This design comes from an exercise in tuning for small area, a short achievable clock period and few clock cycles per item on the open sky130 flow, not from production work. RTL that was checked went through simulation tests only; none was proved equivalent to the original. No functional check of the RTL was part of runs 1, 2 and 6. Power figures rest on the tool's default switching activity, not on a simulated workload.

[flow/run.sh]
#!/bin/bash
# Standard synthesis and layout, with faster port buffers (buf_2 instead of
# the default delay-cell buffers that buffer_ports picks) and timing repair
# aimed well below the 20 ns clock.
set -euo pipefail
export BUFFER_PORTS_ARGS="-buffer_cell sky130_fd_sc_hd__buf_2"
export SETUP_SLACK_MARGIN=14.5
bash standard.sh synth > synth.log 2>&1
bash standard.sh finish > layout.log 2>&1
[standard.sh]
#!/bin/bash
# synth_recipe.tcl (not shown) runs the flow's synth.tcl, then flattens the netlist and writes it again
# the make line also repeats each setting of config.mk as NAME=value (left out here)
make -C /OpenROAD-flow-scripts/flow DESIGN_CONFIG=/design/flow/config.mk WORK_HOME=/design/flow/orfs CLKGATE_MAP_FILE= SYNTH_SCRIPT=/design/flow/synth_recipe.tcl "${@:-finish}"
[config.mk]
export PLATFORM = sky130hd
export DESIGN_NAME = edge_xing
export DESIGN_NICKNAME = edge_xing
export VERILOG_FILES = /design/flow/design.v
export SDC_FILE = /design/flow/constraint.sdc
export NUM_CORES = 4
export LEC_CHECK = 0
export CAP_MARGIN = 20
export CORE_MARGIN = 2
export CORE_UTILIZATION = 40
export SLEW_MARGIN = 20
[constraint.sdc]
create_clock -name core_clock -period 20.0 [get_ports {clk}]
set_input_delay 4.0000 -clock core_clock [delete_from_list [all_inputs] [get_ports {clk}]]
set_output_delay 4.0000 -clock core_clock [all_outputs]
set_load 0.01 [all_outputs]
[design.v]
module edge_xing (
    input  wire               clk,
    input  wire               rst,
    input  wire               in_valid,
    output wire               in_ready,
    input  wire signed [19:0] in_xa,
    input  wire signed [19:0] in_ya,
    input  wire signed [19:0] in_xb,
    input  wire signed [19:0] in_yb,
    input  wire signed [15:0] in_row,
    output wire               out_valid,
    input  wire               out_ready,
    output wire               out_hit,
    output wire               out_last,
    output wire        [7:0]  out_k,
    output wire               out_dir,
    output wire signed [27:0] out_x
);
    localparam integer I_IDLE = 0, I_PA = 1, I_PB = 2, I_DIV = 3, I_LP = 4,
                       I_OUT = 5;
    localparam [5:0] S_IDLE = 6'd1 << I_IDLE;
    reg  [5:0]  st;
    reg         rdy, pend;
    reg  signed [19:0] cxa, cya, cxb, cyb;
    reg  signed [15:0] crow;
    wire        [24:0] tr   = {cyb[8:0], crow};
    wire        [24:0] ss_q = {cya[4:0], cxa};
    wire        [20:0] ss_r = {cxb[5:0], cya[19:5]};
    reg         csw, cxs;    
    reg         neg, dir, hit, last, saved;
    reg  [27:0] q1;      
    reg  [20:0] r1;      
    reg  [19:0] den;     
    reg  [27:0] x;       
    reg  [20:0] r;       
    reg  [7:0]  k;
    reg  [4:0]  kmax;    
    reg  [4:0]  cnt;
    wire acc = in_valid & rdy;
    wire signed [19:0] ylo = csw ? cyb : cya;
    wire signed [19:0] yhi = csw ? cya : cyb;
    wire signed [19:0] xlo = csw ? cxb : cxa;
    wire signed [19:0] xmn = cxs ? cxb : cxa;
    wire signed [19:0] xmx = cxs ? cxa : cxb;
    wire               p_neg = cxs ^ csw;
    wire        [20:0] p_den = {yhi[19], yhi} + ~{ylo[19], ylo} + {20'd0, ~p_neg};
    wire        [20:0] p_adx = {xmx[19], xmx} - {xmn[19], xmn};
    wire signed [21:0] r32 = {{1{crow[15]}}, crow, 5'b0};
    wire signed [21:0] ma = r32 - {{2{ylo[19]}}, ylo};
    wire signed [21:0] mb = r32 - {{2{yhi[19]}}, yhi};
    wire        [21:0] mbn = ~mb;                   
    wire               ma_pos = ~ma[21];           
    wire               p_hit = (cya != cyb) & mb[21] & (ma >= -22'sd31);
    wire        [4:0]  p_kmin = ma_pos ? 5'd0 : -ma[4:0];
    wire        [4:0]  p_kmax = (mbn[21:5] != 17'd0) ? 5'd31 : mbn[4:0];
    wire        [24:0] p_t = ma_pos ? {ma[20:0], 4'b0001} : 25'd1;
    wire               p_small = (p_adx[19:12] == 8'd0);
    wire [21:0] nden = {2'b11, ~den};                
    wire [21:0] ds1  = {r1, q1[27] & st[I_DIV]};
    wire [21:0] dh1  = {1'b0, ds1[21:1]} + nden + {21'd0, ~neg};    
    wire        dq1  = ~dh1[21];
    wire [20:0] ra   = dq1 ? {dh1[19:0], ds1[0]} : ds1[20:0];
    wire [27:0] q1_n = {q1[26:0], dq1};
    wire [21:0] sa = {1'b0, r};
    wire [21:0] sb = {1'b0, r1};
    wire [21:0] s  = sa + sb;
    wire [21:0] ca = {1'b0, sa[21:1]};
    wire [21:0] cb = {1'b0, sb[21:1]};
    wire [21:0] cs = ca ^ cb ^ nden;
    wire [21:0] cc = (ca & cb) | (ca & nden) | (cb & nden);
    wire [21:0] sh = cs + {cc[20:0], sa[0] & sb[0]} + {21'd0, ~neg};
    wire        c  = ~sh[21];
    wire [20:0] r_n = c ? {sh[19:0], s[0]} : s[20:0];
    wire [27:0] xb_ = q1 ^ {28{neg}};
    wire [27:0] x0 = x + xb_;
    wire [27:0] x1 = x + xb_ + 28'd1;
    wire [27:0] x_n = (c ^ neg) ? x1 : x0;
    wire        t_last = (tr[24:1] == 24'd0);       
    wire [7:0]  k_inc = k + 8'd1;
    wire       div_end = (cnt == 5'd24);
    wire       out_end = st[I_OUT] & out_ready & last;
    wire [5:0] st_n;
    assign st_n[I_IDLE] = (st[I_IDLE] & ~acc) | (out_end & ~pend & ~acc);
    assign st_n[I_PA]   = (st[I_IDLE] & acc) | (out_end & ~pend & acc);
    assign st_n[I_PB]   = st[I_PA] | (out_end & pend);
    assign st_n[I_DIV]  = (st[I_PB] & p_hit) | (st[I_DIV] & ~div_end);
    assign st_n[I_LP]   = (st[I_DIV] & div_end) | (st[I_LP] & ~t_last);
    assign st_n[I_OUT]  = (st[I_PB] & ~p_hit) | (st[I_LP] & t_last) | (st[I_OUT] & ~out_end);
    wire       pend_n = ~st[I_PA] & ~st[I_PB] & (pend | acc);
    assign in_ready  = rdy;
    assign out_valid = st[I_OUT];
    assign out_hit   = hit;
    assign out_last  = last;
    assign out_k     = k;
    assign out_dir   = dir;
    assign out_x     = x;
    always @(posedge clk) begin
        if (rst) begin
            st   <= S_IDLE;
            rdy  <= 1'b1;
            pend <= 1'b0;
        end else begin
            st   <= st_n;
            pend <= pend_n;
            rdy  <= st_n[I_IDLE] | (st_n[I_OUT] & ~pend_n);
        end
        csw <= (cyb < cya);
        cxs <= (cxb < cxa);
        if (rdy) begin
            cxa  <= in_xa;
            cya  <= in_ya;
            cxb  <= in_xb;
            cyb  <= in_yb;
            crow <= in_row;
        end else begin
            if (st[I_PB])
                {cyb[8:0], crow} <= p_t;
            else if (st[I_LP])
                {cyb[8:0], crow} <= {1'b0, tr[24:1]};
            if (st[I_LP] & ~saved)
                {cxb[5:0], cya, cxa} <= {ra, q1_n[24:0]};    
        end
        case (1'b1)
            st[I_PB]: begin
                neg   <= p_neg;
                dir   <= ~csw;
                hit   <= p_hit;
                last  <= 1'b1;
                saved <= 1'b0;
                k     <= {p_kmin, 3'b000};
                kmax  <= p_kmax;
                den   <= p_den[19:0];
                q1    <= p_small ? {p_adx[11:0], 16'd0} : {p_adx[19:0], 8'd0};
                r1    <= 21'd0;
                x     <= {xlo, 8'd0};
                r     <= p_den[20:0];
                cnt   <= p_small ? 5'd8 : 5'd0;
            end
            st[I_DIV]: begin
                q1  <= q1_n;
                r1  <= ra;
                cnt <= cnt + 5'd1;
            end
            st[I_LP]: begin
                if (tr[0]) begin
                    x <= x_n;
                    r <= r_n;
                end
                saved <= 1'b1;
                if (t_last & saved) begin
                    q1 <= {3'b000, ss_q};
                    r1 <= ss_r;
                end else begin
                    q1 <= q1_n;
                    r1 <= ra;
                end
                last <= 1'b0;    
            end
            st[I_OUT]: begin
                if (out_ready) begin
                    x    <= x_n;
                    r    <= r_n;
                    k    <= k_inc;
                    last <= (k_inc == {kmax, 3'b111});
                end
            end
            default: ;
        endcase
    end
endmodule
==> results of run 1 <==
[how the worst max path moves through the flow]
stage	from	endpoint	slack, ns	cells after the start
after CTS	rdy	in_ready	14.42	1
after detailed placement	out_ready	r[15]	13.70	5
after floorplan	out_ready	r[0]	14.53	4
after global routing	rdy	in_ready	14.51	1
final	rdy	in_ready	14.55	1
after global placement	out_ready	r[12]	13.71	5
[per-layer routing]
layer / GRT usage (%) / vias up / routed length [um]
met5: 0 / - / 0
met2: 41.1 / 644 / 34500
met4: 6.69 / 0 / 2260
met3: 2.77 / 94 / 4160
li1: - / 9648 / -
met1: 33.0 / 9818 / 32800
[through the flow]
step / instances / util (%)
after floorplan: 2562 / -
after global placement: 3369 / 42.8
after detailed placement: 3369 / 42.8
after CTS: 3430 / 44.8
after global routing: 3431 / 44.9
final: 3433 / 44.9
[power groups by stage]
stage               registers (mW)  clock network (mW)  logic (mW)
floorplan                    0.816                   0        1.89
global placement             0.891                   0        2.43
detailed placement           0.893                   0        2.47
CTS                          0.879               0.617        2.50
global route                 0.894               0.637        2.79
finish                       0.880               0.608        2.53
[placed cells by master, fill, tap and decap left out, drive strengths merged, types with 20 or more instances in the layout]
cell and n:
o21ai 154, nand2 197, nand4 31, nor4 21, and3 42, fa 26, xnor2 97, a211oi 33
mux2 33, dfxtp 44, xor2 97, buf 161, inv 222, nand3 61, edfxtp 203, a22oi 27
o211ai 30, a21o 63, nor2b 48, a31oi 20, o21a 38, nor3 44, nand3b 21, clkbuf 46
o22ai 38, nor2 145, and2 21, nand2b 34, mux2i 82, ha 173, a21oi 174
[cells by family (layout without fill, tap and decap cells)]
| family | Yosys count | in the layout | share of synthesized area, % |
|---|---|---|---|
| AOI/OAI and AO/OA | 751 | 751 | 22.2 |
| and+or+nand+nor | 731 | 731 | 16.6 |
| buffers and inverters | 325 | 438 | 5.54 |
| DFF | 247 | 247 | 30.9 |
| adders and majority gates | 199 | 199 | 11.9 |
| xor gates and xnor gates | 194 | 194 | 7.53 |
| muxes | 115 | 115 | 5.34 |
| other | 0 | 2 | 0 |
[registers in the layout, summed over array words and instances, names as in the netlist, 6 cells and up]
| name | cells |
|---|---|
| crow | 16 |
| cxa | 20 |
| cxb | 20 |
| cya | 20 |
| cyb | 20 |
| den | 20 |
| k | 8 |
| q1 | 28 |
| r | 21 |
| r1 | 21 |
| st | 6 |
| x | 28 |
[final cells by class]
cell class / instances / area (sq um)
diodes: 2 / 5.00
repair buffers: 161 / 902
well taps: 756 / 946
clock buffers: 46 / 978
repair inverters: 1 / 7.51
inverters: 218 / 822
multi-input cells: 1990 / 14400
clock inverters: 12 / 133
fillers: 5503 / 30900
flip-flops and latches: 247 / 6990
[repair_timing]
item / CTS / global route
cloned: 1 / 0
endpoints found under the setup margin: 43 / 10
gates resized for setup: 1 / 2
pin swaps: 0 / 0
buffers inserted: 2 / 1
==> Flow_metrics.wiki, run 1 <==
{| class="wikitable"
! Metric !! Value
|-
| CTS root buffer || sky130_fd_sc_hd__clkbuf_16
|-
| Distinct cells, synth || 89
|-
| GRT overflow || 0
|-
| Post-route standard cell area excluding fillers || 0.0252 sq mm
|-
| Half-perimeter wire length after detailed placement || 56900 um
|-
| Final worst hold slack || 0.470 ns
|-
| Cell types occupying the most area after synthesis || sky130_fd_sc_hd__edfxtp_1, sky130_fd_sc_hd__ha_1, sky130_fd_sc_hd__dfxtp_1
|-
| Arrival time of the worst setup path || 1.45 ns
|-
| Min setup slack post-route || 14.55 ns
|-
| Via count of the first global-routing pass || 19400
|-
| Number of clock sinks || 247
|-
| Seq/Total Area, Yosys || 30.9%
|-
| Post-synth top cells || sky130_fd_sc_hd__inv_1, sky130_fd_sc_hd__edfxtp_1, sky130_fd_sc_hd__nand2_1, sky130_fd_sc_hd__a21oi_1, sky130_fd_sc_hd__ha_1
|-
| Count of H-tree levels built during CTS || 1
|-
| Violation count after the first detailed-route iteration || 1613
|-
| NumNets Final || 2949
|-
| Wirelength, routed || 73700 um
|-
| Number of CTS-inserted buffers || 31
|-
| Clock tree from TritonCTS || done
|-
| Fraction of registers with async set or reset after synthesis || 0%
|-
| Die ar. || 0.0584 sq mm
|-
| Sequential group share of total power || 21.9%
|-
| Die height || 242 um
|-
| Crit Path Class || register to output port
|-
| Setup total negative slack || 0 ns
|-
| Launch point of the worst reg-to-reg path || csw
|-
| Leakage power figure || 10.6 nW
|-
| Cell breakdown of the critical path || buf_2
|-
| Slew Viols, Final || 0
|-
| Core region area || 0.0561 sq mm
|-
| Largest stage delay on the critical path || 0.59 ns
|-
| NetSw || 1.91 mW
|-
| CP max stage cell || sky130_fd_sc_hd__dfxtp_4
|-
| CP Buf/Inv Count || 1
|-
| First-pass GRT wire length || 113000 um
|-
| Start point of the worst min-delay path || st[1]
|-
| Primary flip-flop cell chosen by synthesis mapping || sky130_fd_sc_hd__edfxtp_1
|-
| Slew at the pin closest to its max-slew limit || 1.14 ns
|-
| Max frequency || 0.183 GHz
|-
| Mean Syn Cell Area || 8.81 sq um
|-
| Switching share of total power || 47.5%
|-
| Number of top-level pins || 141
|-
| Share of the clock period used by the worst path || 27.3%
|-
| Cell count after synthesis || 2562
|-
| Combined area of all synthesized cells || 0.0226 sq mm
|-
| Worst rel slew slack || 22.3%
|-
| Share of cells above drive strength 1 || 11.1%
|-
| Number of buffers between clock root and the deepest sink || 3
|-
| Crit. End Element || output port
|-
| Power share of the clock group || 15.1%
|-
| Area share of the largest cell type after synthesis || 27.0%
|-
| Number of enable flip-flop cells after synthesis || 203
|-
| Unrepaired setup endpoints after global routing || false
|-
| Yosys reg bits || 247
|-
| Starting density of the core || 40.3%
|-
| Cell type with the largest total area after synthesis || sky130_fd_sc_hd__edfxtp_1
|-
| Result of the run || timing/DRC/antenna clean
|-
| Port Buffers || 140
|-
| Setup Slack @ Placement || 13.70 ns
|-
| Post-detailed-route wirelength per cell || 21.5 um
|-
| Peak supply drop || 0.0868 mV
|-
| CTS Hold Buffers Added || 0
|-
| Maximum number of pins on one net before global-route repair || 71
|-
| Tot Pwr || 4.01 mW
|-
| Dpl cell area || 0.0240 sq mm
|-
| Cell Int Power || 2.11 mW
|-
| GPL Wtd Cong || 0.958
|-
| Overall fraction of global-route tracks in use || 24.4%
|-
| Cell family with most CP delay || flip-flops
|-
| Pwr Density || 159 mW/mm^2
|-
| Horizontal die dimension || 242 um
|-
| Post-layout min period || 5.45 ns
|-
| Worst-Skew Late Latency || 0.61 ns
|-
| Hold/Removal Path Class || register to register
|-
| Initial antenna violation count || 0
|-
| Number of cells on the worst reg-to-reg path || 14
|-
| Detailed-route DRC error count || 0
|-
| Portion of total power attributed to combinational logic || 62.9%
|-
| Worst Clk Skew || 0.0249 ns
|-
| Count of maximum capacitance violations || 0
|-
| Synth warnings || 1
|-
| Average vias per placed instance || 5.89
|-
| Depth of the worst hold-timing path || 1
|-
| Destination of the worst hold path || pend
|-
| Clock transition at the register clock pins on the worst setup and hold paths after CTS || 0.06 ns
|-
| R2R setup slack || 14.81 ns
|-
| Area grow syn2layout || 11.5%
|-
| Setup violations, final || 0
|-
| Launching element type of the critical path || register
|-
| CP required || 16.00 ns
|-
| Final number of hold-violating endpoints || 0
|-
| Total number of vias || 20200
|-
| DRT Pass-1 Iters || 5
|-
| Capture instance of the worst register-to-register path || kmax[1]
|-
| Syn_nets || 2861
|-
| Top-count cell post-synth || sky130_fd_sc_hd__inv_1
|-
| Total number of placement rows || 87
|-
| Remaining number of nets flagged by the antenna check after routing || 0
|-
| Largest fanout on the critical path || 12
|}
==> run 2: changes to the inputs <==
==> flow/run.sh (replaced) <==
#!/bin/bash
# Standard synthesis and layout, with small port buffers (buf_1 instead of
# the delay-cell buffers that buffer_ports picks by default), timing repair
# aimed well below the 20 ns clock, and no dummy loads in the clock tree.
set -euo pipefail
export BUFFER_PORTS_ARGS="-buffer_cell sky130_fd_sc_hd__buf_1"
export SETUP_SLACK_MARGIN=14.5
export CTS_ARGS="-sink_clustering_enable -repair_clock_nets -dont_use_dummy_load"
bash standard.sh synth > synth.log 2>&1
bash standard.sh finish > layout.log 2>&1
--- a/config.mk
+++ b/config.mk
@@ -9,3 +9,3 @@
 export CORE_MARGIN = 2
-export CORE_UTILIZATION = 40
+export CORE_UTILIZATION = 60
 export SLEW_MARGIN = 20
==> run 2 against run 1 <==
Compared with the run above:
- still clean
- register-to-register slack better by 0.18 ns
- clock skew increased by 0.0076 ns
- clock-buffer cell count shrank 15
- routed wire length down 5.7%
- hold slack improved by 0.0083 ns
- clock power down 21%
- via count is 0.55% higher
==> Flow_metrics.wiki, run 2 <==
{| class="wikitable"
! Metric !! Value
|-
| Cell family with most CP delay || buffers and inverters (was flip-flops)
|-
| Post-layout min period || 5.52 ns (was 5.45 ns)
|-
| Number of buffers between clock root and the deepest sink || 3 (unchanged)
|-
| Primary flip-flop cell chosen by synthesis mapping || sky130_fd_sc_hd__edfxtp_1 (unchanged)
|-
| CTS root buffer || sky130_fd_sc_hd__clkbuf_16 (unchanged)
|-
| Number of top-level pins || 141 (unchanged)
|-
| Core region area || 0.0374 sq mm (was 0.0561 sq mm)
|-
| Number of enable flip-flop cells after synthesis || 203 (unchanged)
|-
| Post-detailed-route wirelength per cell || 22.0 um (was 21.5 um)
|-
| Min setup slack post-route || 14.48 ns (was 14.55 ns)
|-
| Port Buffers || 140 (unchanged)
|-
| GRT overflow || 0 (unchanged)
|-
| Area grow syn2layout || 7.72% (was 11.5%)
|-
| Clock tree from TritonCTS || done (unchanged)
|-
| Via count of the first global-routing pass || 19200 (was 19400)
|-
| Uppermost layer routed || met5 (was met4)
|-
| Synth warnings || 1 (unchanged)
|-
| Setup Slack @ Placement || 13.57 ns (was 13.70 ns)
|-
| Distinct cells, synth || 89 (unchanged)
|-
| Slew Viols, Final || 0 (unchanged)
|-
| Crit. End Element || register (was output port)
|-
| Average vias per placed instance || 6.43 (was 5.89)
|-
| CP required || 20.15 ns (was 16.00 ns)
|-
| Wire length on met2 || 29800 um (was 34500 um)
|-
| NumNets Final || 2948 (was 2949)
|-
| Total number of placement rows || 71 (was 87)
|-
| Result of the run || timing/DRC/antenna clean (unchanged)
|-
| Syn_nets || 2861 (unchanged)
|-
| Cell breakdown of the critical path || buf_1, nand3_1, nand2_2, a21oi_4, clkinvlp_2 (was buf_2)
|-
| Leakage power figure || 9.99 nW (was 10.6 nW)
|-
| Top-count cell post-synth || sky130_fd_sc_hd__inv_1 (unchanged)
|-
| R2R setup slack || 14.99 ns (was 14.81 ns)
|-
| Half-perimeter wire length after detailed placement || 52400 um (was 56900 um)
|-
| GPL Wtd Cong || 0.937 (was 0.958)
|-
| Cell count after synthesis || 2562 (unchanged)
|-
| Worst-Skew Late Latency || 0.59 ns (was 0.61 ns)
|-
| Final number of hold-violating endpoints || 0 (unchanged)
|-
| Post-synth top cells || sky130_fd_sc_hd__inv_1, sky130_fd_sc_hd__edfxtp_1, sky130_fd_sc_hd__nand2_1, sky130_fd_sc_hd__a21oi_1, sky130_fd_sc_hd__ha_1 (unchanged)
|-
| Starting density of the core || 60.4% (was 40.3%)
|-
| Clock transition at the register clock pins on the worst setup and hold paths after CTS || 0.06 ns (about the same)
|-
| Launching element type of the critical path || input port (was register)
|-
| Remaining number of nets flagged by the antenna check after routing || 0 (unchanged)
|-
| Routed length on met3 || 6530 um (was 4160 um)
|-
| CTS Hold Buffers Added || 0 (unchanged)
|-
| Setup violations, final || 0 (unchanged)
|-
| Share of cells above drive strength 1 || 5.14% (was 11.1%)
|-
| Area share of the largest cell type after synthesis || 27.0% (unchanged)
|-
| Worst Clk Skew || 0.0325 ns (was 0.0249 ns)
|-
| Number of clock sinks || 247 (unchanged)
|-
| Capture instance of the worst register-to-register path || kmax[4] (was kmax[1])
|-
| Mean Syn Cell Area || 8.81 sq um (unchanged)
|-
| CP max stage cell || sky130_fd_sc_hd__clkinvlp_2 (was sky130_fd_sc_hd__dfxtp_4)
|-
| Number of cells on the worst reg-to-reg path || 14 (unchanged)
|-
| Total number of vias || 20300 (was 20200)
|-
| Start point of the worst min-delay path || st[1] (unchanged)
|-
| Fraction of registers with async set or reset after synthesis || 0% (unchanged)
|-
| Hold/Removal Path Class || register to register (unchanged)
|-
| Maximum number of pins on one net before global-route repair || 74 (was 71)
|-
| Most common cell after layout, fill and taps aside || sky130_fd_sc_hd__inv_1 (unchanged)
|-
| Setup total negative slack || 0 ns (unchanged)
|-
| Wirelength, routed || 69500 um (was 73700 um)
|-
| Yosys reg bits || 247 (unchanged)
|-
| Launch point of the worst reg-to-reg path || csw (unchanged)
|-
| Largest stage delay on the critical path || 0.69 ns (was 0.59 ns)
|-
| Count of maximum capacitance violations || 0 (unchanged)
|-
| Cell type with the largest total area after synthesis || sky130_fd_sc_hd__edfxtp_1 (unchanged)
|-
| Slew at the pin closest to its max-slew limit || 1.13 ns (was 1.14 ns)
|-
| Die height || 198 um (was 242 um)
|-
| Violation count after the first detailed-route iteration || 1836 (was 1613)
|-
| DRT Pass-1 Iters || 6 (was 5)
|-
| Share of the clock period used by the worst path || 27.6% (was 27.3%)
|-
| Arrival time of the worst setup path || 5.67 ns (was 1.45 ns)
|-
| Commonest non-fill, non-tap cells in the layout || sky130_fd_sc_hd__inv_1, sky130_fd_sc_hd__edfxtp_1, sky130_fd_sc_hd__nand2_1 (unchanged)
|-
| Count of H-tree levels built during CTS || 1 (unchanged)
|-
| Unrepaired setup endpoints after global routing || true (was false)
|-
| Die ar. || 0.0392 sq mm (was 0.0584 sq mm)
|-
| Depth of the worst hold-timing path || 1 (unchanged)
|-
| Number of CTS-inserted buffers || 31 (unchanged)
|-
| First-pass GRT wire length || 107000 um (was 113000 um)
|-
| Detailed-route DRC error count || 0 (unchanged)
|-
| Worst rel slew slack || 24.7% (was 22.3%)
|-
| Largest fanout on the critical path || 10 (was 12)
|-
| Combined area of all synthesized cells || 0.0226 sq mm (unchanged)
|-
| Crit Path Class || input port to register (was register to output port)
|-
| Horizontal die dimension || 198 um (was 242 um)
|-
| Peak supply drop || 0.0958 mV (was 0.0868 mV)
|-
| Destination of the worst hold path || pend (unchanged)
|-
| Pwr Density || 159 mW/mm^2 (about the same)
|-
| Number of antenna cells inserted || 0 (was 2)
|-
| Biggest registers after layout || q1 x28, x x28 (unchanged)
|-
| Max frequency || 0.181 GHz (was 0.183 GHz)
|-
| Initial antenna violation count || 2 (was 0)
|-
| CP Buf/Inv Count || 2 (was 1)
|-
| Cell types occupying the most area after synthesis || sky130_fd_sc_hd__edfxtp_1, sky130_fd_sc_hd__ha_1, sky130_fd_sc_hd__dfxtp_1 (unchanged)
|-
| Seq/Total Area, Yosys || 30.9% (unchanged)
|-
| Length of routed wiring on met1 || 30800 um (was 32800 um)
|-
| Overall fraction of global-route tracks in use || 35.2% (was 24.4%)
|-
| # fillers || 3166 (was 5503)
|}
[run 2: cell counts after synthesis]
No cell type changed its count.
[run 2: cell type report]
cell class	count	area, sq um	share of cell area, %
clock buffer	31	776	3.19
inverter	218	822	3.38
multi-input combinational	1990	14400	59.1
sequential	247	6990	28.7
tap	511	639	2.63
timing repair buffer	159	697	2.87
timing repair inverter	2	12.5	0.0515
[run 2: where the power goes]
group          internal (mW)  total [mW]  switching [mW]
clock                  0.268       0.478           0.210
combinational           1.01        2.50            1.49
sequential             0.727       0.880           0.153
[run 2: how the worst max path moves through the flow]
| stage | start | end | slack [ns] | cells past startpoint |
|---|---|---|---|---|
| finish | out_ready | x[24] | 14.48 | 5 |
| global route | out_ready | x[13] | 14.33 | 5 |
| CTS | rdy | in_ready | 14.52 | 1 |
| detailed placement | out_ready | r[11] | 13.57 | 5 |
| global placement | out_ready | r[11] | 13.63 | 5 |
| floorplan | out_ready | r[0] | 14.53 | 4 |
[run 2: cells by family (layout without fill, tap and decap cells)]
logic type	Yosys count	in the layout	synth area share, %
and+or+nand+nor	731	731	16.6
buffers and inverters	325	410	5.54
DFF	247	247	30.9
AOI/OAI and AO/OA	751	751	22.2
xor gates and xnor gates	194	194	7.53
adders and majority gates	199	199	11.9
muxes	115	115	5.34
[run 2: routing by layer]
metal | track usage [%] | vias up
li1 | - | 9624
met1 | 49.5 | 9685
met2 | 53.3 | 859
met3 | 7.99 | 143
met4 | 12.2 | 4
met5 | 0 | -
[run 2: repair_timing]
item	CTS	global route
endpoints found under the setup margin	43	48
buffers inserted	2	1
cloned	1	1
gates resized for setup	1	2
[run 2: metrics by stage]
step	cell area [sq um]	cells	hold slack [ns]	util, %	power, mW
CTS	24300	3156	0.461	65.0	3.82
finish	24300	3158	0.478	65.0	3.86
detailed placement	23500	3122	0.452	62.8	3.32
global route	24300	3158	0.504	65.0	4.15
global placement	23500	3122	0.453	62.8	3.27
floorplan	22600	2562	0.420	-	2.70
==> run 3: changes to the inputs <==
--- a/design.v
+++ b/design.v
@@ -19,5 +19,5 @@
     localparam integer I_IDLE = 0, I_PA = 1, I_PB = 2, I_DIV = 3, I_LP = 4,
-                       I_OUT = 5;
-    localparam [5:0] S_IDLE = 6'd1 << I_IDLE;
-    reg  [5:0]  st;
+                       I_FL = 5, I_OUT = 6;
+    localparam [6:0] S_IDLE = 7'd1 << I_IDLE;
+    reg  [6:0]  st;
     reg         rdy, pend;
@@ -29,3 +29,3 @@
     reg         csw, cxs;    
-    reg         neg, dir, hit, last, saved;
+    reg         neg, dir, hit, last, saved, cp;
     reg  [27:0] q1;      
@@ -73,6 +73,4 @@
     wire [20:0] r_n = c ? {sh[19:0], s[0]} : s[20:0];
-    wire [27:0] xb_ = q1 ^ {28{neg}};
-    wire [27:0] x0 = x + xb_;
-    wire [27:0] x1 = x + xb_ + 28'd1;
-    wire [27:0] x_n = (c ^ neg) ? x1 : x0;
+    wire [27:0] xb_ = (q1 & {28{~st[I_FL]}}) ^ {28{neg}};
+    wire [27:0] x_n = x + xb_ + {27'd0, cp ^ neg};
     wire        t_last = (tr[24:1] == 24'd0);       
@@ -81,3 +79,3 @@
     wire       out_end = st[I_OUT] & out_ready & last;
-    wire [5:0] st_n;
+    wire [6:0] st_n;
     assign st_n[I_IDLE] = (st[I_IDLE] & ~acc) | (out_end & ~pend & ~acc);
@@ -87,3 +85,4 @@
     assign st_n[I_LP]   = (st[I_DIV] & div_end) | (st[I_LP] & ~t_last);
-    assign st_n[I_OUT]  = (st[I_PB] & ~p_hit) | (st[I_LP] & t_last) | (st[I_OUT] & ~out_end);
+    assign st_n[I_FL]   = st[I_LP] & t_last;
+    assign st_n[I_OUT]  = (st[I_PB] & ~p_hit) | st[I_FL] | (st[I_OUT] & ~out_end);
     wire       pend_n = ~st[I_PA] & ~st[I_PB] & (pend | acc);
@@ -136,2 +135,3 @@
                 r     <= p_den[20:0];
+                cp    <= 1'b0;
                 cnt   <= p_small ? 5'd8 : 5'd0;
@@ -145,4 +145,5 @@
                 if (tr[0]) begin
-                    x <= x_n;
-                    r <= r_n;
+                    x  <= x_n;
+                    r  <= r_n;
+                    cp <= c;
                 end
@@ -158,2 +159,7 @@
             end
+            st[I_FL]: begin
+                x  <= x_n;
+                r  <= r_n;
+                cp <= c;
+            end
             st[I_OUT]: begin
@@ -162,2 +168,3 @@
                     r    <= r_n;
+                    cp   <= c;
                     k    <= k_inc;
==> flow/run.sh (replaced) <==
#!/bin/bash
# Standard synthesis and layout, with faster port buffers (buf_2 instead of
# the delay-cell buffers that buffer_ports picks by default), timing repair
# aimed well below the 20 ns clock, and no dummy loads in the clock tree.
set -euo pipefail
export BUFFER_PORTS_ARGS="-buffer_cell sky130_fd_sc_hd__buf_2"
export SETUP_SLACK_MARGIN=14.7
export CTS_ARGS="-sink_clustering_enable -repair_clock_nets -dont_use_dummy_load"
bash standard.sh synth > synth.log 2>&1
bash standard.sh finish > layout.log 2>&1
--- a/config.mk
+++ b/config.mk
@@ -9,3 +9,3 @@
 export CORE_MARGIN = 2
-export CORE_UTILIZATION = 60
+export CORE_UTILIZATION = 75
 export SLEW_MARGIN = 20
==> run 3 against run 2 <==
Compared with the run above:
- still clean
- synthesized cell count shrank 6.1%
- setup slack gained 0.26 ns
- die area shrank 22%
- register-to-register slack gained 0.16 ns
- first-iteration DRC count grew 40%
- clock power shrank 6.1%
- clock-buffer cell count shrank 3
- hold slack gained 0.017 ns
- critical endpoint is now r[6]
==> Flow_metrics.wiki, run 3 <==
{| class="wikitable"
! Metric !! Value
|-
| Result of the run || timing/DRC/antenna clean (unchanged)
|-
| Slew Viols, Final || 0 (unchanged)
|-
| Syn_nets || 2703 (was 2861)
|-
| Post-route core utilization || 82.1% (was 65.0%)
|-
| Clock tree from TritonCTS || done (unchanged)
|-
| Primary flip-flop cell chosen by synthesis mapping || sky130_fd_sc_hd__edfxtp_1 (unchanged)
|-
| Leakage power figure || 10.2 nW (was 9.99 nW)
|-
| Fraction of registers with async set or reset after synthesis || 0% (unchanged)
|-
| Count of H-tree levels built during CTS || 1 (unchanged)
|-
| Final worst hold slack || 0.496 ns (was 0.478 ns)
|-
| CP required || 20.22 ns (was 20.15 ns)
|-
| Top-count cell post-synth || sky130_fd_sc_hd__inv_1 (unchanged)
|-
| Clock transition at the register clock pins on the worst setup and hold paths after CTS || 0.06 ns (about the same)
|-
| Via count of the first global-routing pass || 19800 (was 19200)
|-
| Overall fraction of global-route tracks in use || 42.9% (was 35.2%)
|-
| Largest fanout on the critical path || 21 (was 10)
|-
| Horizontal die dimension || 174 um (was 198 um)
|-
| Share of the clock period used by the worst path || 26.3% (was 27.6%)
|-
| Post-layout min period || 5.26 ns (was 5.52 ns)
|-
| Crit Path Class || input port to register (unchanged)
|-
| Wirelength, routed || 66600 um (was 69500 um)
|-
| R2R setup slack || 15.15 ns (was 14.99 ns)
|-
| Launching element type of the critical path || input port (unchanged)
|-
| Core region area || 0.0286 sq mm (was 0.0374 sq mm)
|-
| Hold/Removal Path Class || register to register (unchanged)
|-
| Number of clock sinks || 249 (was 247)
|-
| Count of maximum capacitance violations || 0 (unchanged)
|-
| CTS Hold Buffers Added || 0 (unchanged)
|-
| Starting density of the core || 76.1% (was 60.4%)
|-
| Worst rel slew slack || 24.8% (was 24.7%)
|-
| Port Buffers || 140 (unchanged)
|-
| Register area || 0.00703 sq mm (was 0.00699 sq mm)
|-
| Share of cells above drive strength 1 || 11.9% (was 5.14%)
|-
| Remaining number of nets flagged by the antenna check after routing || 0 (unchanged)
|-
| CTS root buffer || sky130_fd_sc_hd__clkbuf_16 (unchanged)
|-
| Mean Syn Cell Area || 9.06 sq um (was 8.81 sq um)
|-
| Slew at the pin closest to its max-slew limit || 1.12 ns (was 1.13 ns)
|-
| Area grow syn2layout || 7.82% (was 7.72%)
|-
| Detailed-route DRC error count || 0 (unchanged)
|-
| Cell count after synthesis || 2406 (was 2562)
|-
| Die ar. || 0.0304 sq mm (was 0.0392 sq mm)
|-
| Number of enable flip-flop cells after synthesis || 203 (unchanged)
|-
| Worst Clk Skew || 0.0215 ns (was 0.0325 ns)
|-
| Cell types occupying the most area after synthesis || sky130_fd_sc_hd__edfxtp_1, sky130_fd_sc_hd__ha_1, sky130_fd_sc_hd__mux2i_1 (was sky130_fd_sc_hd__edfxtp_1, sky130_fd_sc_hd__ha_1, sky130_fd_sc_hd__dfxtp_1)
|-
| First-pass GRT wire length || 104000 um (was 107000 um)
|-
| Half-perimeter wire length after detailed placement || 49200 um (was 52400 um)
|-
| Number of buffers between clock root and the deepest sink || 3 (unchanged)
|-
| Unrepaired setup endpoints after global routing || false (was true)
|-
| DRT Pass-1 Iters || 6 (unchanged)
|-
| Average vias per placed instance || 6.98 (was 6.43)
|-
| # fillers || 1681 (was 3166)
|-
| Total number of placement rows || 62 (was 71)
|-
| Cell type with the largest total area after synthesis || sky130_fd_sc_hd__edfxtp_1 (unchanged)
|-
| Distinct cells, synth || 95 (was 89)
|-
| Seq/Total Area, Yosys || 32.2% (was 30.9%)
|-
| NumNets Final || 2800 (was 2948)
|-
| Final number of hold-violating endpoints || 0 (unchanged)
|-
| Max frequency || 0.190 GHz (was 0.181 GHz)
|-
| Synth warnings || 1 (unchanged)
|-
| Biggest registers after layout || q1 x28, x x28 (unchanged)
|-
| Combined area of all synthesized cells || 0.0218 sq mm (was 0.0226 sq mm)
|-
| Setup total negative slack || 0 ns (unchanged)
|-
| Total number of vias || 20100 (was 20300)
|-
| Crit. End Element || register (unchanged)
|-
| Violation count after the first detailed-route iteration || 2579 (was 1836)
|-
| Arrival time of the worst setup path || 5.48 ns (was 5.67 ns)
|-
| Peak supply drop || 0.0971 mV (was 0.0958 mV)
|-
| Worst-Skew Late Latency || 0.56 ns (was 0.59 ns)
|-
| Number of CTS-inserted buffers || 28 (was 31)
|-
| Die height || 174 um (was 198 um)
|-
| GRT overflow || 0 (unchanged)
|-
| GPL Wtd Cong || 1.02 (was 0.937)
|-
| Post-synth top cells || sky130_fd_sc_hd__inv_1, sky130_fd_sc_hd__edfxtp_1, sky130_fd_sc_hd__nand2_1, sky130_fd_sc_hd__ha_1 (was sky130_fd_sc_hd__inv_1, sky130_fd_sc_hd__edfxtp_1, sky130_fd_sc_hd__nand2_1, sky130_fd_sc_hd__a21oi_1, sky130_fd_sc_hd__ha_1)
|-
| Area taken by multi-input logic gates || 0.0137 sq mm (was 0.0144 sq mm)
|-
| Yosys reg bits || 249 (was 247)
|-
| Commonest non-fill, non-tap cells in the layout || sky130_fd_sc_hd__inv_1, sky130_fd_sc_hd__edfxtp_1, sky130_fd_sc_hd__nand2_1 (unchanged)
|-
| Number of top-level pins || 141 (unchanged)
|-
| Pwr Density || 157 mW/mm^2 (was 159 mW/mm^2)
|-
| Initial antenna violation count || 1 (was 2)
|-
| Setup violations, final || 0 (unchanged)
|-
| Area share of the largest cell type after synthesis || 28.0% (was 27.0%)
|-
| Maximum number of pins on one net before global-route repair || 87 (was 74)
|-
| Post-detailed-route wirelength per cell || 23.1 um (was 22.0 um)
|-
| Most common cell after layout, fill and taps aside || sky130_fd_sc_hd__inv_1 (unchanged)
|}
-- run 3: changes by cell type in the layout (fill, tap and decap cells not counted), moves of 21 or more --
cell	previous run	this run
sky130_fd_sc_hd__buf_2	0	140
sky130_fd_sc_hd__a21oi_1	172	151
sky130_fd_sc_hd__nand2b_1	34	64
sky130_fd_sc_hd__mux2_2	33	54
sky130_fd_sc_hd__buf_1	140	0
sky130_fd_sc_hd__mux2i_1	81	106
sky130_fd_sc_hd__a22oi_1	27	6
sky130_fd_sc_hd__xor2_1	97	65
-- run 3: report_power, final --
group	total, mW	internal (mW)	switching (mW)
logic	2.37	0.966	1.41
clock network	0.449	0.244	0.205
registers	0.861	0.727	0.134
-- run 3: worst max-delay path, cell delays in order --
cell	delay [ns]
sky130_fd_sc_hd__buf_2	0.14
sky130_fd_sc_hd__a21oi_2	0.07
sky130_fd_sc_hd__nor2_1	0.14
sky130_fd_sc_hd__a21oi_2	0.12
sky130_fd_sc_hd__o21ai_4	0.56
sky130_fd_sc_hd__buf_4	0.43
-- run 3: timing repair --
item,4_1_cts,5_1_grt
cloned,1,0
hold endpoints to repair,0,0
resized for setup,0,2
endpoints found under the setup margin,21,4
buffers inserted,0,0
pin swaps,1,0
-- run 3: layout make-up --
| cell class | count | area share, % |
|---|---|---|
| flip-flops and latches | 249 | 29.9 |
| well taps | 384 | 2.04 |
| repair buffers | 158 | 3.57 |
| inverters | 210 | 3.35 |
| diodes | 1 | 0.0106 |
| multi-input cells | 1856 | 58.1 |
| clock buffers | 28 | 2.98 |
-- run 3: cell families after synthesis --
logic type	Yosys count	share of synthesized area (%)
multiplexers	160	7.66
buffers and inverters	302	5.33
flip-flops	249	32.2
XOR/XNOR	178	7.19
AO/OA/AOI/OAI	664	20.1
adder cells (fa/ha/maj)	197	12.2
AND/OR/NAND/NOR	656	15.3
-- run 3: stage by stage --
step	setup WS (ns)	power [mW]	instances	cell area, sq um
global placement	14.05	3.04	2855	22800
global route	14.70	3.89	2885	23500
detailed placement	14.02	3.13	2855	22800
floorplan	14.68	2.55	2406	21800
CTS	14.77	3.60	2884	23500
finish	14.74	3.68	2886	23500
-- run 3: routing by layer --
layer,up-vias,routed length (um),GRT usage (%)
met3,272,8010,8.07
met1,9511,25000,55.9
li1,8979,-,-
met5,-,13,0
met4,2,3270,19.4
met2,1378,30300,69.7
-- run 3: worst paths after layout --
check                           depth (start not counted)       from  endpoint
worst min-delay path                                    1      st[1]      pend
worst max register to register                         13        csw       rdy
worst min register to register                          1      st[1]      pend
worst max-delay path                                    6  out_ready      r[6]
Testbench counts of run 3, summed over its fixed seeds: cycles 179,324, edges 960.
==> run 4: changes to the inputs <==
--- a/flow/run.sh
+++ b/flow/run.sh
@@ -6,3 +6,3 @@
 export BUFFER_PORTS_ARGS="-buffer_cell sky130_fd_sc_hd__buf_2"
-export SETUP_SLACK_MARGIN=14.7
+export SETUP_SLACK_MARGIN=14.5
 export CTS_ARGS="-sink_clustering_enable -repair_clock_nets -dont_use_dummy_load"
--- a/config.mk
+++ b/config.mk
@@ -9,3 +9,3 @@
 export CORE_MARGIN = 2
-export CORE_UTILIZATION = 75
+export CORE_UTILIZATION = 60
 export SLEW_MARGIN = 20
==> run 4 against run 3 <==
Compared with the run above:
- still clean on timing, DRC and antenna
- global-route usage shrank 9.5 points
- die area grew 24%
- via count shrank 5.6%
- fmax shrank 2.9%
- critical path depth is the same
- routed wire length shrank 3.6%
- critical path type unchanged
- largest cell class unchanged
==> Flow_metrics.wiki, run 4 <==
{| class="wikitable"
! Metric !! Value
|-
| CTS root buffer || sky130_fd_sc_hd__clkbuf_16 (unchanged)
|-
| Leakage power figure || 10.3 nW (was 10.2 nW)
|-
| Core region area || 0.0357 sq mm (was 0.0286 sq mm)
|-
| Count of H-tree levels built during CTS || 1 (unchanged)
|-
| Met1 global-route usage || 45.4% (was 55.9%)
|-
| Final number of hold-violating endpoints || 0 (unchanged)
|-
| Result of the run || timing/DRC/antenna clean (unchanged)
|-
| Detailed-route DRC error count || 0 (unchanged)
|-
| Peak supply drop || 0.0983 mV (was 0.0971 mV)
|-
| Via count of the first global-routing pass || 18500 (was 19800)
|-
| Mean Syn Cell Area || 9.06 sq um (unchanged)
|-
| GPL Wtd Cong || 0.983 (was 1.02)
|-
| Largest fanout on the critical path || 21 (unchanged)
|-
| Top-count cell post-synth || sky130_fd_sc_hd__inv_1 (unchanged)
|-
| Tot Pwr || 3.66 mW (was 3.68 mW)
|-
| Setup Buffers After CTS || 0 (unchanged)
|-
| Number of top-level pins || 141 (unchanged)
|-
| Die ar. || 0.0379 sq mm (was 0.0304 sq mm)
|-
| Maximum number of pins on one net before global-route repair || 76 (was 87)
|-
| Share of the clock period used by the worst path || 27.1% (was 26.3%)
|-
| Post-synth top cells || sky130_fd_sc_hd__inv_1, sky130_fd_sc_hd__edfxtp_1, sky130_fd_sc_hd__nand2_1, sky130_fd_sc_hd__ha_1 (unchanged)
|-
| Arrival time of the worst setup path || 5.66 ns (was 5.48 ns)
|-
| Capture instance of the worst register-to-register path || rdy (unchanged)
|-
| Cell type with the largest total area after synthesis || sky130_fd_sc_hd__edfxtp_1 (unchanged)
|-
| Count of maximum capacitance violations || 0 (unchanged)
|-
| CTS-repair resized insts || 0 (unchanged)
|-
| Yosys reg bits || 249 (unchanged)
|-
| Global-route met3 utilization || 6.58% (was 8.07%)
|-
| Slew at the pin closest to its max-slew limit || 1.12 ns (about the same)
|-
| Remaining number of nets flagged by the antenna check after routing || 0 (unchanged)
|-
| Number of instances in the placed design || 2934 (was 2855)
|-
| Commonest non-fill, non-tap cells in the layout || sky130_fd_sc_hd__inv_1, sky130_fd_sc_hd__edfxtp_1, sky130_fd_sc_hd__nand2_1 (unchanged)
|-
| Fraction of registers with async set or reset after synthesis || 0% (unchanged)
|-
| CP required || 20.25 ns (was 20.22 ns)
|-
| Area grow syn2layout || 8.56% (was 7.82%)
|-
| Number of enable flip-flop cells after synthesis || 203 (unchanged)
|-
| Distinct cells, synth || 95 (unchanged)
|-
| Launch point of the worst reg-to-reg path || csw (unchanged)
|-
| Share of cells above drive strength 1 || 11.9% (about the same)
|-
| Unrepaired setup endpoints after global routing || false (unchanged)
|-
| Clock tree from TritonCTS || done (unchanged)
|-
| Depth of the worst hold-timing path || 1 (unchanged)
|-
| Horizontal die dimension || 195 um (was 174 um)
|-
| Worst-Skew Late Latency || 0.59 ns (was 0.56 ns)
|-
| Die height || 195 um (was 174 um)
|-
| Cell types occupying the most area after synthesis || sky130_fd_sc_hd__edfxtp_1, sky130_fd_sc_hd__ha_1, sky130_fd_sc_hd__mux2i_1 (unchanged)
|-
| Area taken by multi-input logic gates || 0.0137 sq mm (about the same)
|-
| Port Buffers || 140 (unchanged)
|-
| Launching element type of the critical path || input port (unchanged)
|-
| Wirelength, routed || 64200 um (was 66600 um)
|-
| NumNets Final || 2803 (was 2800)
|-
| Synth warnings || 1 (unchanged)
|-
| Post-layout min period || 5.42 ns (was 5.26 ns)
|-
| Hold/Removal Path Class || register to register (unchanged)
|-
| Initial antenna violation count || 0 (was 1)
|-
| Number of antenna cells inserted || 0 (was 1)
|-
| Most common cell after layout, fill and taps aside || sky130_fd_sc_hd__inv_1 (unchanged)
|-
| Violation count after the first detailed-route iteration || 1561 (was 2579)
|-
| Max frequency || 0.185 GHz (was 0.190 GHz)
|-
| Seq/Total Area, Yosys || 32.2% (unchanged)
|-
| Highest-utilization routing layer at the global route stage || met2 (unchanged)
|-
| Overall fraction of global-route tracks in use || 33.4% (was 42.9%)
|-
| Setup violations, final || 0 (unchanged)
|-
| Cell count after synthesis || 2406 (unchanged)
|-
| Worst rel slew slack || 24.6% (was 24.8%)
|-
| Post-detailed-route wirelength per cell || 21.7 um (was 23.1 um)
|-
| Primary flip-flop cell chosen by synthesis mapping || sky130_fd_sc_hd__edfxtp_1 (unchanged)
|-
| Number of clock sinks || 249 (unchanged)
|-
| # fillers || 2993 (was 1681)
|-
| Register area || 0.00703 sq mm (about the same)
|-
| Number of cells on the worst reg-to-reg path || 13 (unchanged)
|-
| Setup total negative slack || 0 ns (unchanged)
|-
| Number of non-filler instances in the completed layout || 2965 (was 2886)
|-
| Destination of the worst hold path || pend (unchanged)
|-
| Crit. End Element || register (unchanged)
|-
| Total number of placement rows || 69 (was 62)
|-
| Worst Clk Skew || 0.0145 ns (was 0.0215 ns)
|-
| Biggest registers after layout || q1 x28, x x28 (unchanged)
|-
| Total number of vias || 19000 (was 20100)
|-
| Average vias per placed instance || 6.41 (was 6.98)
|-
| Crit. Startpoint || out_ready (unchanged)
|-
| Number of buffers between clock root and the deepest sink || 3 (unchanged)
|-
| First-pass GRT wire length || 100000 um (was 104000 um)
|-
| R2R setup slack || 14.96 ns (was 15.15 ns)
|-
| DRT Pass-1 Iters || 6 (unchanged)
|-
| Starting density of the core || 61.1% (was 76.1%)
|-
| Slew Viols, Final || 0 (unchanged)
|-
| Area share of the largest cell type after synthesis || 28.0% (unchanged)
|-
| CTS Hold Buffers Added || 0 (unchanged)
|-
| Combined area of all synthesized cells || 0.0218 sq mm (unchanged)
|-
| Crit Path Class || input port to register (unchanged)
|-
| Syn_nets || 2703 (unchanged)
|-
| GRT overflow || 0 (unchanged)
|-
| Clock transition at the register clock pins on the worst setup and hold paths after CTS || 0.06 ns (about the same)
|-
| Met2 track utilization from global routing || 53.6% (was 69.7%)
|-
| Half-perimeter wire length after detailed placement || 48800 um (was 49200 um)
|-
| Number of CTS-inserted buffers || 31 (was 28)
|-
| Pwr Density || 154 mW/mm^2 (was 157 mW/mm^2)
|-
| Start point of the worst min-delay path || st[1] (unchanged)
|}
run 4: cell counts after synthesis:
No cell type changed its count.
run 4: worst max path at each step:
stage | end | slack, ns | depth (start not counted)
global route | r[15] | 14.53 | 6
finish | r[14] | 14.58 | 6
global placement | x[3] | 14.07 | 7
floorplan | r[0] | 14.67 | 4
detailed placement | r[10] | 14.05 | 6
CTS | r[14] | 14.63 | 6
run 4: layer usage:
metal  vias to the layer above  wire [um]
met5                         -          0
met4                         0       2100
met3                       123       5710
met2                       780      28700
met1                      9084      27700
li1                       9019          -
run 4: report_power, final:
group	internal, mW	switching, mW	leakage, nW	total, mW
registers	0.727	0.133	2.34	0.860
logic	0.960	1.36	7.55	2.32
clock network	0.268	0.208	0.382	0.475
run 4: logic make-up after synthesis:
kind of cell,after synthesis,share of synthesized area (%)
adders and majority gates,197,12.2
buffers and inverters,302,5.33
AOI/OAI and AO/OA,664,20.1
muxes,160,7.66
DFF,249,32.2
xor gates and xnor gates,178,7.19
and+or+nand+nor,656,15.3
run 4: worst max-delay path: stages:
cell and delay (ns):
sky130_fd_sc_hd__buf_2 0.12, sky130_fd_sc_hd__a21oi_1 0.08, sky130_fd_sc_hd__nor2_1 0.10, sky130_fd_sc_hd__a21oi_1 0.12
sky130_fd_sc_hd__o21ai_4 0.77, sky130_fd_sc_hd__buf_4 0.46
run 4: area by class of cell:
cell class / instances / area share, %
multi-input cells: 1855 / 57.7
flip-flops and latches: 249 / 29.7
repair buffers: 159 / 3.56
inverters: 210 / 3.33
clock buffers: 31 / 3.28
well taps: 461 / 2.44
run 4: stage by stage:
step	worst slack, ns	util, %	hold slack, ns	area (sq um)
after floorplan	14.67	-	0.425	21800
after global placement	14.07	64.2	0.453	22900
after detailed placement	14.05	64.2	0.464	22900
after CTS	14.63	66.3	0.487	23700
after global routing	14.53	66.4	0.506	23700
final	14.58	66.4	0.482	23700
==> run 5: changes to the inputs <==
==> flow/run.sh (replaced) <==
#!/bin/bash
# Standard synthesis and layout, with faster port buffers (buf_2 instead of
# the default delay-cell buffers that buffer_ports picks) and timing repair
# aimed well below the 20 ns clock.
set -euo pipefail
export BUFFER_PORTS_ARGS="-buffer_cell sky130_fd_sc_hd__buf_2"
export SETUP_SLACK_MARGIN=14.5
bash standard.sh synth > synth.log 2>&1
bash standard.sh finish > layout.log 2>&1
--- a/config.mk
+++ b/config.mk
@@ -9,3 +9,3 @@
 export CORE_MARGIN = 2
-export CORE_UTILIZATION = 60
+export CORE_UTILIZATION = 40
 export SLEW_MARGIN = 20
==> run 5 against run 4 <==
Compared with the run above:
- still clean
- non-clock buffer count is 4 higher
- combinational power hardly changed
- sequential power is 0.5% higher
==> Flow_metrics.wiki, run 5 <==
{| class="wikitable"
! Metric !! Value
|-
| Clock tree from TritonCTS || done (unchanged)
|-
| Seq/Total Area, Yosys || 32.2% (unchanged)
|-
| Worst Clk Skew || 0.0229 ns (was 0.0145 ns)
|-
| Number of buffers between clock root and the deepest sink || 3 (unchanged)
|-
| Largest fanout on the critical path || 18 (was 21)
|-
| Max frequency || 0.186 GHz (was 0.185 GHz)
|-
| DRT Pass-1 Iters || 5 (was 6)
|-
| First-pass GRT wire length || 106000 um (was 100000 um)
|-
| Post-synth top cells || sky130_fd_sc_hd__inv_1, sky130_fd_sc_hd__edfxtp_1, sky130_fd_sc_hd__nand2_1, sky130_fd_sc_hd__ha_1 (unchanged)
|-
| Peak supply drop || 0.0774 mV (was 0.0983 mV)
|-
| Xor/xnor share of the synthesized area || 7.19% (unchanged)
|-
| Wirelength, routed || 68600 um (was 64200 um)
|-
| Dominant combinational cell family by area after synthesis || compound AO/OA/AOI/OAI gates (unchanged)
|-
| Initial antenna violation count || 1 (was 0)
|-
| Share of cells above drive strength 1 || 12.4% (was 11.9%)
|-
| Cell type with the largest total area after synthesis || sky130_fd_sc_hd__edfxtp_1 (unchanged)
|-
| Share of synthesized cell area in full adder, half adder and majority cells || 12.2% (unchanged)
|-
| Switching share of total power || 46.3% (was 46.5%)
|-
| Cell count after synthesis || 2406 (unchanged)
|-
| GPL Wtd Cong || 0.916 (was 0.983)
|-
| Area fraction in compound gates after synthesis || 20.1% (unchanged)
|-
| Area share of the largest cell type after synthesis || 28.0% (unchanged)
|-
| Hold/Removal Path Class || register to register (unchanged)
|-
| Die ar. || 0.0564 sq mm (was 0.0379 sq mm)
|-
| Combined area of all synthesized cells || 0.0218 sq mm (unchanged)
|-
| Cell types occupying the most area after synthesis || sky130_fd_sc_hd__edfxtp_1, sky130_fd_sc_hd__ha_1, sky130_fd_sc_hd__mux2i_1 (unchanged)
|-
| CP max stage cell || sky130_fd_sc_hd__dfxtp_4 (was sky130_fd_sc_hd__o21ai_4)
|-
| Synth warnings || 1 (unchanged)
|-
| Area grow syn2layout || 11.1% (was 8.56%)
|-
| Via count of the first global-routing pass || 18500 (about the same)
|-
| Post-layout min period || 5.39 ns (was 5.42 ns)
|-
| Number of antenna cells inserted || 0 (unchanged)
|-
| Top-count cell post-synth || sky130_fd_sc_hd__inv_1 (unchanged)
|-
| Number of clock sinks || 249 (unchanged)
|-
| Maximum number of pins on one net before global-route repair || 65 (was 76)
|-
| Commonest non-fill, non-tap cells in the layout || sky130_fd_sc_hd__inv_1, sky130_fd_sc_hd__edfxtp_1, sky130_fd_sc_hd__nand2_1 (unchanged)
|-
| Cell family with most CP delay || flip-flops (was compound AO/OA/AOI/OAI gates)
|-
| Portion of total power attributed to combinational logic || 61.8% (was 63.5%)
|-
| Number of top-level pins || 141 (unchanged)
|-
| Most common cell after layout, fill and taps aside || sky130_fd_sc_hd__inv_1 (unchanged)
|-
| Count of maximum capacitance violations || 0 (unchanged)
|-
| Core region area || 0.0538 sq mm (was 0.0357 sq mm)
|-
| Largest stage delay on the critical path || 0.56 ns (was 0.77 ns)
|-
| Average vias per placed instance || 5.84 (was 6.41)
|-
| Number of enable flip-flop cells after synthesis || 203 (unchanged)
|-
| Remaining number of nets flagged by the antenna check after routing || 0 (unchanged)
|-
| Syn_nets || 2703 (unchanged)
|-
| Crit. End Element || output port (was register)
|-
| Cell breakdown of the critical path || buf_2 (was buf_2, a21oi_1, nor2_1, a21oi_1, o21ai_4, buf_4)
|-
| Primary flip-flop cell chosen by synthesis mapping || sky130_fd_sc_hd__edfxtp_1 (unchanged)
|-
| Leakage power figure || 10.4 nW (was 10.3 nW)
|-
| Distinct cells, synth || 95 (unchanged)
|-
| Violation count after the first detailed-route iteration || 1554 (was 1561)
|-
| Clock transition at the register clock pins on the worst setup and hold paths after CTS || 0.06 ns (about the same)
|-
| Number of CTS-inserted buffers || 30 (was 31)
|-
| Multiplexer fraction of the synthesized cell area || 7.66% (unchanged)
|-
| Setup violations, final || 0 (unchanged)
|-
| Arrival time of the worst setup path || 1.39 ns (was 5.66 ns)
|-
| Half-perimeter wire length after detailed placement || 52700 um (was 48800 um)
|-
| NumNets Final || 2806 (was 2803)
|-
| Die height || 237 um (was 195 um)
|-
| Pwr Density || 155 mW/mm^2 (was 154 mW/mm^2)
|-
| Final number of hold-violating endpoints || 0 (unchanged)
|-
| Yosys reg bits || 249 (unchanged)
|-
| CTS-repair resized insts || 0 (unchanged)
|-
| Fraction of registers with async set or reset after synthesis || 0% (unchanged)
|-
| Unrepaired setup endpoints after global routing || false (unchanged)
|-
| Detailed-route DRC error count || 0 (unchanged)
|-
| GRT overflow || 0 (unchanged)
|-
| Port Buffers || 140 (unchanged)
|-
| Worst rel slew slack || 28.1% (was 24.6%)
|-
| Total number of placement rows || 85 (was 69)
|-
| Slew at the pin closest to its max-slew limit || 1.08 ns (was 1.12 ns)
|-
| Post-detailed-route wirelength per cell || 21.3 um (was 21.7 um)
|-
| Starting density of the core || 40.5% (was 61.1%)
|-
| Crit Path Class || register to output port (was input port to register)
|-
| Sequential group share of total power || 23.0% (was 23.5%)
|-
| Share of the clock period used by the worst path || 26.9% (was 27.1%)
|-
| CP Buf/Inv Count || 1 (was 2)
|-
| Overall fraction of global-route tracks in use || 23.8% (was 33.4%)
|-
| NetSw || 1.74 mW (was 1.70 mW)
|-
| Tot Pwr || 3.76 mW (was 3.66 mW)
|-
| Biggest registers after layout || q1 x28, x x28 (unchanged)
|-
| CTS root buffer || sky130_fd_sc_hd__clkbuf_16 (unchanged)
|-
| Slew Viols, Final || 0 (unchanged)
|-
| Horizontal die dimension || 237 um (was 195 um)
|-
| Cell Int Power || 2.02 mW (was 1.95 mW)
|-
| Power share of the clock group || 15.2% (was 13.0%)
|-
| Count of H-tree levels built during CTS || 1 (unchanged)
|-
| Launching element type of the critical path || register (was input port)
|-
| Share of synthesized cell area in and, or, nand and nor gates || 15.3% (unchanged)
|-
| Worst-Skew Late Latency || 0.60 ns (was 0.59 ns)
|-
| Result of the run || timing/DRC/antenna clean (unchanged)
|-
| CP required || 16.00 ns (was 20.25 ns)
|-
| Setup total negative slack || 0 ns (unchanged)
|-
| Total number of vias || 18900 (was 19000)
|-
| Mean Syn Cell Area || 9.06 sq um (unchanged)
|}
==> run 5: final cells by class <==
cell class | instances | area, sq um
Fill cell | 5233 | 29600
Multi-Input combinational cell | 1855 | 13600
Sequential cell | 249 | 7030
Timing Repair Buffer | 163 | 888
Tap cell | 696 | 871
Clock buffer | 39 | 825
Inverter | 210 | 788
Clock inverter | 17 | 173
==> run 5: final timing paths <==
kind                            start       end  slack (ns)  depth (start not counted)
worst max register to register    csw       rdy       14.98                         13
worst min register to register  st[1]      pend        0.46                          1
worst min-delay path            st[1]      pend        0.46                          1
worst max-delay path              rdy  in_ready       14.61                          1
==> run 5: worst register-to-register path: cells and delay by family, from the launching register on <==
| family | cells | cell delay [ns] |
|---|---|---|
| flip-flops | 1 | 0.57 |
| AND/OR/NAND/NOR | 1 | 0.17 |
| buffers and inverters | 1 | 0.74 |
| adder cells (fa/ha/maj) | 1 | 0.31 |
| multiplexers | 2 | 0.60 |
| AO/OA/AOI/OAI | 8 | 2.53 |
==> run 5: kinds of logic (layout without fill, tap and decap cells) <==
logic type | count (synthesis) | count (layout)
adder cells (fa/ha/maj) | 197 | 197
multiplexers | 160 | 160
buffers and inverters | 302 | 429
XOR/XNOR | 178 | 178
AO/OA/AOI/OAI | 664 | 664
AND/OR/NAND/NOR | 656 | 656
flip-flops | 249 | 249
==> run 5: power groups by stage <==
stage	Combinational [mW]	Clock (mW)	Sequential, mW
finish	2.32	0.570	0.864
CTS	2.30	0.577	0.862
detailed placement	2.28	0	0.873
global route	2.56	0.595	0.878
global placement	2.24	0	0.871
floorplan	1.74	0	0.811
==> run 5: repair_timing <==
action                                  4_1_cts  5_1_grt
hold buffers                                  0        0
endpoints found under the setup margin        1        0
buffers inserted                              1        0
==> run 5: metrics by stage <==
stage | area (sq um) | setup slack (ns) | hold WS (ns) | utilization (%) | instances
after detailed placement | 23200 | 14.00 | 0.456 | 43.1 | 3170
after CTS | 24200 | 14.56 | 0.467 | 45.0 | 3227
after global routing | 24200 | 14.52 | 0.488 | 45.0 | 3229
after floorplan | 21800 | 14.67 | 0.425 | - | 2406
final | 24200 | 14.61 | 0.462 | 45.0 | 3229
after global placement | 23200 | 14.05 | 0.443 | 43.1 | 3170
==> run 5: routing by layer <==
metal	up-vias	share of wire, %	wire, um	track usage, %
met1	9179	46	31800	33.4
met4	0	2.6	1810	6.88
li1	9021	-	-	-
met5	-	0	0	0
met3	95	6.0	4100	2.60
met2	569	45	30900	38.9
==> run 6: changes to the inputs <==
--- a/design.v
+++ b/design.v
@@ -30,2 +30,3 @@
     reg         neg, dir, hit, last, saved, cp;
+    reg         xr_pre;   
     reg  [27:0] q1;      
@@ -88,2 +89,5 @@
     wire       pend_n = ~st[I_PA] & ~st[I_PB] & (pend | acc);
+    wire       xr_pre_n = st_n[I_PB] | st_n[I_FL] |
+                          (st_n[I_LP] & (st[I_LP] ? tr[1] : 1'b1));
+    wire       xr_en = xr_pre | (st[I_OUT] & out_ready);
     assign in_ready  = rdy;
@@ -104,2 +108,8 @@
             rdy  <= st_n[I_IDLE] | (st_n[I_OUT] & ~pend_n);
+        end
+        xr_pre <= xr_pre_n;
+        if (xr_en) begin
+            x  <= st[I_PB] ? {xlo, 8'd0} : x_n;
+            r  <= st[I_PB] ? p_den[20:0] : r_n;
+            cp <= ~st[I_PB] & c;
         end
@@ -133,5 +143,2 @@
                 r1    <= 21'd0;
-                x     <= {xlo, 8'd0};
-                r     <= p_den[20:0];
-                cp    <= 1'b0;
                 cnt   <= p_small ? 5'd8 : 5'd0;
@@ -144,7 +151,2 @@
             st[I_LP]: begin
-                if (tr[0]) begin
-                    x  <= x_n;
-                    r  <= r_n;
-                    cp <= c;
-                end
                 saved <= 1'b1;
@@ -159,12 +161,4 @@
             end
-            st[I_FL]: begin
-                x  <= x_n;
-                r  <= r_n;
-                cp <= c;
-            end
             st[I_OUT]: begin
                 if (out_ready) begin
-                    x    <= x_n;
-                    r    <= r_n;
-                    cp   <= c;
                     k    <= k_inc;
==> flow/run.sh (replaced) <==
#!/bin/bash
# Standard synthesis and layout, with faster port buffers (buf_2 instead of
# the delay-cell buffers that buffer_ports picks by default), timing repair
# aimed well below the 20 ns clock, and no dummy loads in the clock tree.
set -euo pipefail
export BUFFER_PORTS_ARGS="-buffer_cell sky130_fd_sc_hd__buf_2"
export SETUP_SLACK_MARGIN=14.5
export CTS_ARGS="-sink_clustering_enable -repair_clock_nets -dont_use_dummy_load"
bash standard.sh synth > synth.log 2>&1
bash standard.sh finish > layout.log 2>&1
--- a/config.mk
+++ b/config.mk
@@ -9,3 +9,3 @@
 export CORE_MARGIN = 2
-export CORE_UTILIZATION = 40
+export CORE_UTILIZATION = 60
 export SLEW_MARGIN = 20
==> run 6 against run 5 <==
Compared with the run above:
- clock-buffer cell count is 8 lower
- register-to-register slack better by 0.22 ns
- highest routed layer unchanged
- die area is 33% lower
- still clean on timing, DRC and antenna
- fmax is 0.68% lower
- critical path type unchanged
==> Flow_metrics.wiki, run 6 <==
{| class="wikitable"
! Metric !! Value
|-
| Count of maximum capacitance violations || 0 (unchanged)
|-
| CP Buf/Inv Count || 1 (unchanged)
|-
| First-pass GRT wire length || 101000 um (was 106000 um)
|-
| Seq/Total Area, Yosys || 32.7% (was 32.2%)
|-
| Total number of vias || 19000 (was 18900)
|-
| Result of the run || timing/DRC/antenna clean (unchanged)
|-
| Largest fanout on the critical path || 17 (was 18)
|-
| Starting density of the core || 61.1% (was 40.5%)
|-
| Largest stage delay on the critical path || 0.62 ns (was 0.56 ns)
|-
| Cell count after synthesis || 2443 (was 2406)
|-
| CTS root buffer || sky130_fd_sc_hd__clkbuf_16 (unchanged)
|-
| NumNets Final || 2829 (was 2806)
|-
| Core region area || 0.0357 sq mm (was 0.0538 sq mm)
|-
| Post-route core utilization || 66.3% (was 45.0%)
|-
| Final number of hold-violating endpoints || 0 (unchanged)
|-
| Fraction of registers with async set or reset after synthesis || 0% (unchanged)
|-
| Number of clock sinks || 250 (was 249)
|-
| Register area || 0.00714 sq mm (was 0.00703 sq mm)
|-
| Min setup slack post-route || 14.57 ns (was 14.61 ns)
|-
| # fillers || 3041 (was 5233)
|-
| Via count of the first global-routing pass || 18300 (was 18500)
|-
| Met1 global-route usage || 48.3% (was 33.4%)
|-
| Violation count after the first detailed-route iteration || 1615 (was 1554)
|-
| Worst rel slew slack || 19.6% (was 28.1%)
|-
| Synth warnings || 1 (unchanged)
|-
| Cell family with most CP delay || flip-flops (unchanged)
|-
| Global-route met3 utilization || 4.27% (was 2.60%)
|-
| Detailed-route DRC error count || 0 (unchanged)
|-
| CTS Hold Buffers Added || 0 (unchanged)
|-
| Cell types occupying the most area after synthesis || sky130_fd_sc_hd__edfxtp_1, sky130_fd_sc_hd__ha_1, sky130_fd_sc_hd__xnor2_1 (was sky130_fd_sc_hd__edfxtp_1, sky130_fd_sc_hd__ha_1, sky130_fd_sc_hd__mux2i_1)
|-
| Average vias per placed instance || 6.34 (was 5.84)
|-
| GPL Wtd Cong || 0.943 (was 0.916)
|-
| Commonest non-fill, non-tap cells in the layout || sky130_fd_sc_hd__nand2_1, sky130_fd_sc_hd__edfxtp_1, sky130_fd_sc_hd__inv_1 (was sky130_fd_sc_hd__inv_1, sky130_fd_sc_hd__edfxtp_1, sky130_fd_sc_hd__nand2_1)
|-
| Share of the clock period used by the worst path || 27.1% (was 26.9%)
|-
| Post-layout min period || 5.43 ns (was 5.39 ns)
|-
| Setup total negative slack || 0 ns (unchanged)
|-
| Maximum number of pins on one net before global-route repair || 96 (was 65)
|-
| Wirelength, routed || 65300 um (was 68600 um)
|-
| Number of CTS-inserted buffers || 31 (was 30)
|-
| Half-perimeter wire length after detailed placement || 48900 um (was 52700 um)
|-
| Syn_nets || 2741 (was 2703)
|-
| Setup violations, final || 0 (unchanged)
|-
| Dpl cell area || 0.0228 sq mm (was 0.0232 sq mm)
|-
| Top-count cell post-synth || sky130_fd_sc_hd__nand2_1 (was sky130_fd_sc_hd__inv_1)
|-
| Number of buffers between clock root and the deepest sink || 3 (unchanged)
|-
| Slew Viols, Final || 0 (unchanged)
|-
| Post-synth top cells || sky130_fd_sc_hd__nand2_1, sky130_fd_sc_hd__edfxtp_1, sky130_fd_sc_hd__inv_1, sky130_fd_sc_hd__a21oi_1, sky130_fd_sc_hd__ha_1 (was sky130_fd_sc_hd__inv_1, sky130_fd_sc_hd__edfxtp_1, sky130_fd_sc_hd__nand2_1, sky130_fd_sc_hd__ha_1)
|-
| Biggest registers after layout || q1 x28, x x28 (unchanged)
|-
| Slew at the pin closest to its max-slew limit || 1.18 ns (was 1.08 ns)
|}
## run 6: cell types whose count changed in the layout (fill, tap and decap cells not counted), moves of 14 or more
cell,delta
sky130_fd_sc_hd__a21oi_1,+20
sky130_fd_sc_hd__mux2i_1,-36
sky130_fd_sc_hd__nand2_1,+43
sky130_fd_sc_hd__nor3_1,+24
sky130_fd_sc_hd__o21a_1,+14
sky130_fd_sc_hd__o22ai_1,-34
## run 6: power by group
group | switching (mW) | internal (mW) | total (mW)
registers | 0.129 | 0.730 | 0.859
logic | 1.27 | 0.874 | 2.15
clock network | 0.212 | 0.268 | 0.481
## run 6: worst paths after layout
check	from	slack, ns	depth (start not counted)	to
setup / recovery	rdy	14.57	1	in_ready
setup reg to reg	csw	15.20	15	r[20]
hold reg to reg	st[1]	0.47	1	pend
hold / removal	st[1]	0.47	1	pend
## run 6: metal layers
metal / routed length, um / share of wire [%]
met1: 29200 / 45
met5: 0 / 0
met4: 2160 / 3.3
met3: 4830 / 7.4
met2: 29100 / 45
## run 6: kinds of logic (layout without fill, tap and decap cells)
logic type	Yosys count	count (layout)	share of synthesized area, %
AOI/OAI and AO/OA	672	672	20.3
xor gates and xnor gates	169	169	6.79
adders and majority gates	198	198	12.3
buffers and inverters	308	394	5.51
DFF	250	250	32.7
muxes	113	113	5.45
other	0	2	0
and+or+nand+nor	733	733	17.0
## run 6: stage by stage
stage	total power, mW	hold slack (ns)
global route	3.74	0.516
finish	3.49	0.469
CTS	3.45	0.457
global placement	2.91	0.451
detailed placement	2.95	0.450
floorplan	2.42	0.421
## run 6: timing repair
| action | in CTS | in global routing |
|---|---|---|
| endpoints found under the setup margin | 1 | 0 |
| resized for setup | 0 | 0 |
| buffers inserted | 2 | 0 |
## run 6: cell type report
cell class | instances | area share, %
Timing Repair Buffer | 158 | 3.67
Sequential cell | 250 | 30.2
Clock buffer | 31 | 3.28
Antenna cell | 2 | 0.0212
Inverter | 205 | 3.26
Multi-Input combinational cell | 1885 | 57.1
Tap cell | 461 | 2.44

Check on run 6: ideal ports give 14.574 ns setup slack; a clkbuf_16 on the clock port and buf_2 on the inputs give 14.515 ns; moving port delays by the midpoint clock arrival (0.629 ns) as well gives 14.282 ns.
